From an optimization exercise on the open Yosys and OpenROAD flow, aimed at small area, a short achievable clock period and few clock cycles per item; shortcuts taken in it are not production practice.
The RTL was checked by simulation tests, not by an equivalence proof against the original design.

<file path="run.sh">
#!/bin/bash
# synth_recipe.tcl (not shown) runs the flow's synth.tcl, then flattens the netlist and writes it again
# the make line also repeats each setting of config.mk as NAME=value (left out here)
make -C /OpenROAD-flow-scripts/flow DESIGN_CONFIG=/design/flow/config.mk WORK_HOME=/design/flow/orfs CLKGATE_MAP_FILE= SYNTH_SCRIPT=/design/flow/synth_recipe.tcl finish
</file>
<file path="config.mk">
export PLATFORM = sky130hd
export DESIGN_NAME = loop_slot
export DESIGN_NICKNAME = loop_slot
export VERILOG_FILES = /design/flow/design.v
export SDC_FILE = /design/flow/constraint.sdc
export NUM_CORES = 4
export LEC_CHECK = 0
export CAP_MARGIN = 20
export CORE_MARGIN = 2
export CORE_UTILIZATION = 40
export PLACE_DENSITY = 0.6
export SLEW_MARGIN = 20
</file>
<file path="constraint.sdc">
create_clock -name core_clock -period 20.0 [get_ports {clk}]
set_input_delay 4.0000 -clock core_clock [delete_from_list [all_inputs] [get_ports {clk}]]
set_output_delay 4.0000 -clock core_clock [all_outputs]
set_load 0.01 [all_outputs]
</file>
<file path="design.v">
module loop_slot (
    input  wire         clk,
    input  wire         rst,
    input  wire [3:0]   nx,           
    input  wire [2:0]   nm,           
    input  wire [2:0]   ny,           
    input  wire [7:0]   int_en,
    input  wire [15:0]  int_out,      
    input  wire [7:0]   int_pol,
    input  wire [127:0] out_lo,       
    input  wire [127:0] out_hi,
    output wire         coef_re,
    output wire [7:0]   coef_addr,
    input  wire [31:0]  coef_data,
    input  wire         x_we,
    input  wire [2:0]   x_widx,
    input  wire [31:0]  x_wdata,
    input  wire         start,
    input  wire [127:0] m_in,         
    input  wire [31:0]  r1,
    input  wire [31:0]  r2,
    input  wire [3:0]   cut_valid,    
    input  wire [3:0]   cut_dir,      
    output wire         ready,
    output reg          done,
    output wire [127:0] u_out,        
    output wire [255:0] x_out,        
    output reg  [7:0]   acc_sat
);
    localparam [1:0] S_IDLE = 2'd0, S_RUN = 2'd1, S_DRAIN = 2'd2, S_FIN = 2'd3;
    reg [1:0]  state;
    reg signed [31:0] x  [0:7];
    reg signed [31:0] xn [0:7];
    reg signed [31:0] y  [0:3];
    reg signed [31:0] u  [0:3];
    reg signed [31:0] mv [0:3];
    reg signed [31:0] r1v, r2v;
    reg        [3:0]  cutv, cutd;
    genvar g;
    generate
        for (g = 0; g < 4; g = g + 1) begin : g_u
            assign u_out[32*g +: 32] = u[g];
        end
        for (g = 0; g < 8; g = g + 1) begin : g_x
            assign x_out[32*g +: 32] = x[g];
        end
    endgenerate
    assign ready = (state == S_IDLE);
    reg [3:0] row;
    reg [3:0] col;
    reg [13:0] used;               
    integer c;
    always @* begin
        for (c = 0; c < 8; c = c + 1)
            used[c] = (c < nx);
        for (c = 0; c < 4; c = c + 1)
            used[8 + c] = (c < nm);
        used[12] = 1'b1;
        used[13] = 1'b1;
    end
    reg [3:0] col_next;
    reg [3:0] col_first;
    integer j;
    always @* begin
        col_next = 4'd14;
        for (j = 13; j >= 0; j = j - 1)
            if (j > col && used[j])
                col_next = j[3:0];
        col_first = 4'd14;
        for (j = 13; j >= 0; j = j - 1)
            if (used[j])
                col_first = j[3:0];
    end
    wire       last_col = (col_next == 4'd14);
    wire [3:0] row_last_out = 4'd8 + {1'b0, ny} - 4'd1;
    wire       last_row = (row == nx - 4'd1);
    wire [3:0] row_next = (row == row_last_out) ? 4'd0 : row + 4'd1;
    wire [7:0] addr_calc = {4'd0, row} * 8'd14 + {4'd0, col};
    assign coef_re   = (state == S_RUN);
    assign coef_addr = addr_calc;
    reg        e_valid;
    reg [3:0]  e_row;
    reg [3:0]  e_col;
    reg        e_first;
    reg        e_last;
    reg signed [31:0] acc;
    reg signed [31:0] vsel;
    always @* begin
        if (e_col < 4'd8)       vsel = x[e_col[2:0]];
        else if (e_col < 4'd12) vsel = mv[e_col[1:0]];
        else if (e_col == 4'd12) vsel = r1v;
        else                     vsel = r2v;
    end
    wire signed [63:0] prod    = $signed(coef_data) * vsel;
    wire signed [63:0] prod_r  = (prod + 64'sd536870912) >>> 30;
    wire               p_hi    = (prod_r > 64'sd2147483647);
    wire               p_lo    = (prod_r < -64'sd2147483648);
    wire signed [31:0] prod_s  = p_hi ? 32'sh7FFFFFFF : p_lo ? 32'sh80000000 : prod_r[31:0];
    wire signed [31:0] acc_in  = e_first ? 32'sd0 : acc;
    wire signed [32:0] sum     = {acc_in[31], acc_in} + {prod_s[31], prod_s};
    wire               s_hi    = (sum > 33'sd2147483647);
    wire               s_lo    = (sum < -33'sd2147483648);
    wire signed [31:0] sum_s   = s_hi ? 32'sh7FFFFFFF : s_lo ? 32'sh80000000 : sum[31:0];
    wire [1:0]         n_sat   = {1'b0, p_hi | p_lo} + {1'b0, s_hi | s_lo};
    wire [8:0]         sat_sum = {1'b0, acc_sat} + {7'd0, n_sat};
    reg signed [1:0] satk [0:3];     
    integer k;
    always @* begin
        for (k = 0; k < 4; k = k + 1) begin
            if (cutv[k])
                satk[k] = cutd[k] ? 2'sd1 : -2'sd1;
            else if (y[k] > $signed(out_hi[32*k +: 32]))
                satk[k] = 2'sd1;
            else if (y[k] < $signed(out_lo[32*k +: 32]))
                satk[k] = -2'sd1;
            else
                satk[k] = 2'sd0;
            if (k >= ny)
                satk[k] = 2'sd0;
        end
    end
    always @(posedge clk) begin
        if (rst) begin
            state   <= S_IDLE;
            done    <= 1'b0;
            e_valid <= 1'b0;
            acc_sat <= 8'd0;
        end else begin
            done <= 1'b0;
            if (e_valid) begin
                acc <= sum_s;
                acc_sat <= sat_sum[8] ? 8'hFF : sat_sum[7:0];
                if (e_last) begin
                    if (e_row >= 4'd8) y[e_row[1:0]] <= sum_s;
                    else               xn[e_row[2:0]] <= sum_s;
                end
            end
            e_valid <= 1'b0;
            case (state)
                S_IDLE: begin
                    if (x_we)
                        x[x_widx] <= x_wdata;
                    if (start) begin
                        mv[0] <= m_in[31:0];
                        mv[1] <= m_in[63:32];
                        mv[2] <= m_in[95:64];
                        mv[3] <= m_in[127:96];
                        r1v   <= r1;
                        r2v   <= r2;
                        cutv  <= cut_valid;
                        cutd  <= cut_dir;
                        row   <= 4'd8;
                        col   <= col_first;
                        state <= S_RUN;
                    end
                end
                S_RUN: begin
                    e_valid <= 1'b1;
                    e_row   <= row;
                    e_col   <= col;
                    e_first <= (col == col_first);
                    e_last  <= last_col;
                    if (last_col) begin
                        col <= col_first;
                        if (last_row)
                            state <= S_DRAIN;
                        else
                            row <= row_next;
                    end else begin
                        col <= col_next;
                    end
                end
                S_DRAIN: state <= S_FIN;
                S_FIN: begin
                    for (k = 0; k < 4; k = k + 1) begin
                        if (y[k] > $signed(out_hi[32*k +: 32]))      u[k] <= out_hi[32*k +: 32];
                        else if (y[k] < $signed(out_lo[32*k +: 32])) u[k] <= out_lo[32*k +: 32];
                        else                                          u[k] <= y[k];
                    end
                    for (k = 0; k < 8; k = k + 1) begin
                        if (k < nx) begin
                            if (int_en[k] &&
                                (((int_pol[k] ? -satk[int_out[2*k +: 2]] : satk[int_out[2*k +: 2]]) > 0 && xn[k] > x[k]) ||
                                 ((int_pol[k] ? -satk[int_out[2*k +: 2]] : satk[int_out[2*k +: 2]]) < 0 && xn[k] < x[k])))
                                x[k] <= x[k];
                            else
                                x[k] <= xn[k];
                        end
                    end
                    done  <= 1'b1;
                    state <= S_IDLE;
                end
            endcase
        end
    end
endmodule
</file>
==> run summary <==
crit-path max FO=14; cts hold-fix bufs=0; Storage cell area=30900 sq um; Final Hold Fails=0; CP arrival=18290 ps; post-route ant nets=0; initial DRC count=6707; r2r startpoint=e_col[0]; num rows=178; commonest non-fill, non-tap cells in the layout=1716 x inv_1, 1089 x fa_1, 1018 x edfxtp_1, 956 x clkdlybuf4s50_1, 747 x ha_1; GRT Util Overall=0.309; fin. max-slew vios=0; run status=finished clean; Synth async-reset ratio=0; Crit-path slowest cell=fa_1; worst min path class=reg -> reg; commonest non-fill, non-tap cell in the layout=inv_1; via/cell ratio=5.56; layout cells sized above 1=0.0824; CTS max path bufs=3; Max stage delay on crit path=980 ps; post-CTS sizing=0; via count=71.4k; initial antenna violation count=61; max_slew headroom=0.159; fmax=56.6 MHz; CTS Root Cell=clkbuf_16; most common flop cell mapped by yosys=edfxtp_1; Yosys cell types=84; fin nets=12.0k; DR pass1 iterations=6; die height=489 um; Place WS=1420 ps; Synth Warn #=4; sequential fraction of the synthesis area=0.328; die area=239000 sq um; fin crit period=17660 ps; crit path launch type=input port; dpl hpwl=291 mm; Final WS setup=2340 ps; global placement routability congestion=0.963; Port-buffer cells=971; WL/cell=29.0 um; gr ovfl total=0; CP Data Required Time=20630 ps; Final Cycle Share=0.883; hold_sp=acc_sat[6]; starting density of the core=0.401; RSZ-0062 raised after global routing=no; Post-synth EDFFs=1018; CTS sink count=1033; Post-Synthesis Net Count=11.1k; area of the multi-input gates=56100 sq um; synthesis-to-layout area growth=18.9%; critical path's most frequent cell=fa_1; Clk Latency, worst-skew pair=770 ps; CP Launch Point=coef_data[31]; vias in the first global route=73.6k; core area=235000 sq um; Finished Core Util=0.477; TritonCTS clock tree=yes; clock transition at the registers of the reported paths=70 ps; I/O pins=972; Yosys reg bits=1033; syn_area_per_cell=10.9 sq um; Cells after Synth=8667; TNS Setup=0 ps; worst-margin pin slew=1230 ps; max_cap viols=0; largest net degree at the start of global routing=87; # fillers=21.6k; Routed WL=372 mm; first-pass GRT wire length=528 mm; Final setup viols=0; capturing element type of the critical path=register; Die W=489 um; post-CTS setup buffer count=0; post-synth design cell area=94200 sq um; Inserted Clock Buffers=107; DRC=0; Post-Route Skew=41.1 ps; critical path type=in -> reg; CTS H-tree depth=3
[Yosys cell counts (all sizes together), types with 7 or more instances]
library cell / n / share of area
a211oi: 32 / 0.0026
nor3: 41 / 0.0022
and3: 18 / 0.0012
o31ai: 21 / 0.0017
o211ai: 32 / 0.0026
o21a: 19 / 0.0015
nand3: 67 / 0.0036
clkbuf: 312 / 0.012
o21ai: 278 / 0.015
a221oi: 32 / 0.0030
a31o: 8 / 0.00074
nand4: 111 / 0.0074
and4: 9 / 0.00084
nor2b: 93 / 0.0062
fa: 1089 / 0.23
xor2: 45 / 0.0042
or4: 7 / 0.00056
and2: 516 / 0.034
nor2: 267 / 0.011
mux2i: 183 / 0.019
mux2: 261 / 0.031
maj3: 8 / 0.00085
ha: 747 / 0.099
buf: 35 / 0.0016
dfxtp: 15 / 0.0032
or3: 10 / 0.00066
inv: 1717 / 0.068
o21bai: 21 / 0.0017
a221o: 8 / 0.00085
nand2b: 39 / 0.0026
a31oi: 39 / 0.0026
a2111oi: 13 / 0.0012
or2: 18 / 0.0012
nor4: 18 / 0.0012
edfxtp: 1018 / 0.32
a21o: 184 / 0.015
a21oi: 369 / 0.020
nand2: 729 / 0.029
xnor2: 62 / 0.0058
mux4: 83 / 0.020
o221ai: 7 / 0.00065
[cells by family after synthesis]
| kind of cell | synth area share |
|---|---|
| buffers and inverters | 0.0825 |
| AND/OR/NAND/NOR | 0.104 |
| adder cells (fa/ha/maj) | 0.332 |
| AO/OA/AOI/OAI | 0.0742 |
| flip-flops | 0.328 |
| multiplexers | 0.0705 |
| XOR/XNOR | 0.00995 |
[sequential cells by signal, indices dropped and copies added, names as in the netlist, named ones only]
signal	flops
acc	32
acc_sat	8
col	4
cutd	4
cutv	4
done	1
e_col	4
e_first	1
e_last	1
e_row	4
e_valid	1
mv	128
r1v	32
r2v	32
row	4
state	2
u	128
x	256
xn	256
y	128
[per-layer routing]
| layer | track usage | up-vias | routed length, um | share of wire |
|---|---|---|---|---|
| met5 | 0.00423 | - | 331 | 0.00089 |
| met3 | 0.0748 | 723 | 36600 | 0.098 |
| li1 | - | 30424 | - | - |
| met2 | 0.491 | 3700 | 172000 | 0.46 |
| met1 | 0.396 | 36534 | 143000 | 0.38 |
| met4 | 0.149 | 30 | 20400 | 0.055 |
[critical path: cells and delay by family]
family	cells	cell delay, ps
AOI/OAI and AO/OA	13	3590
xor gates and xnor gates	2	980
adders and majority gates	13	5850
buffers and inverters	11	2510
and+or+nand+nor	9	1320
[area by class of cell]
cell class | instances | share of cell area
Tap cell | 3150 | 0.0352
Clock inverter | 79 | 0.00733
Sequential cell | 1033 | 0.276
Inverter | 1717 | 0.0576
Clock buffer | 124 | 0.0248
Antenna cell | 35 | 0.000782
Multi-Input combinational cell | 5570 | 0.501
Timing Repair Buffer | 1133 | 0.0977
[final timing paths]
path / cells after the start / endpoint / slack [ps]
worst max-delay path: 48 / acc_sat[7] / 2340
worst min-delay path: 1 / acc_sat[6] / 520
worst max register to register: 54 / acc_sat[7] / 3300
worst min register to register: 1 / acc_sat[6] / 520
[stage by stage]
step	cells	cell area (sq um)	hold WS (ps)
2_1_floorplan	8667	94200	464
3_3_place_gp	12599	108000	506
3_5_place_dp	12601	108000	497
4_1_cts	12804	112000	515
5_1_grt	12829	112000	561
6_report	12841	112000	520
Testbench counts, summed over its fixed seeds: cycles 195,240, samples 1,920.

-- port drivers added, routing unchanged --
In the flow no input, the clock included, has a driving cell. The finished layout below was timed again as built, in two steps. Step 1, drivers: a clkbuf_16 drives clk and a buf_2 each remaining input, both assumed. Step 2, shift: input delay + t, output delay - t, t = (earliest + latest rising clock arrival at the registers) / 2. This alone moves slack from input paths to output paths. a / b / c = ideal / step 1 / step 2; a / b = the first two.
t, ns: 0.847
setup WS [ns]: 2.341 / 2.356 / 1.509
cell pins on the clock port's net: 1
After both steps setup and hold are still met in this run. For this run, drivers alone change the setup slack by +0.015 ns; drivers and shift together by -0.832 ns.
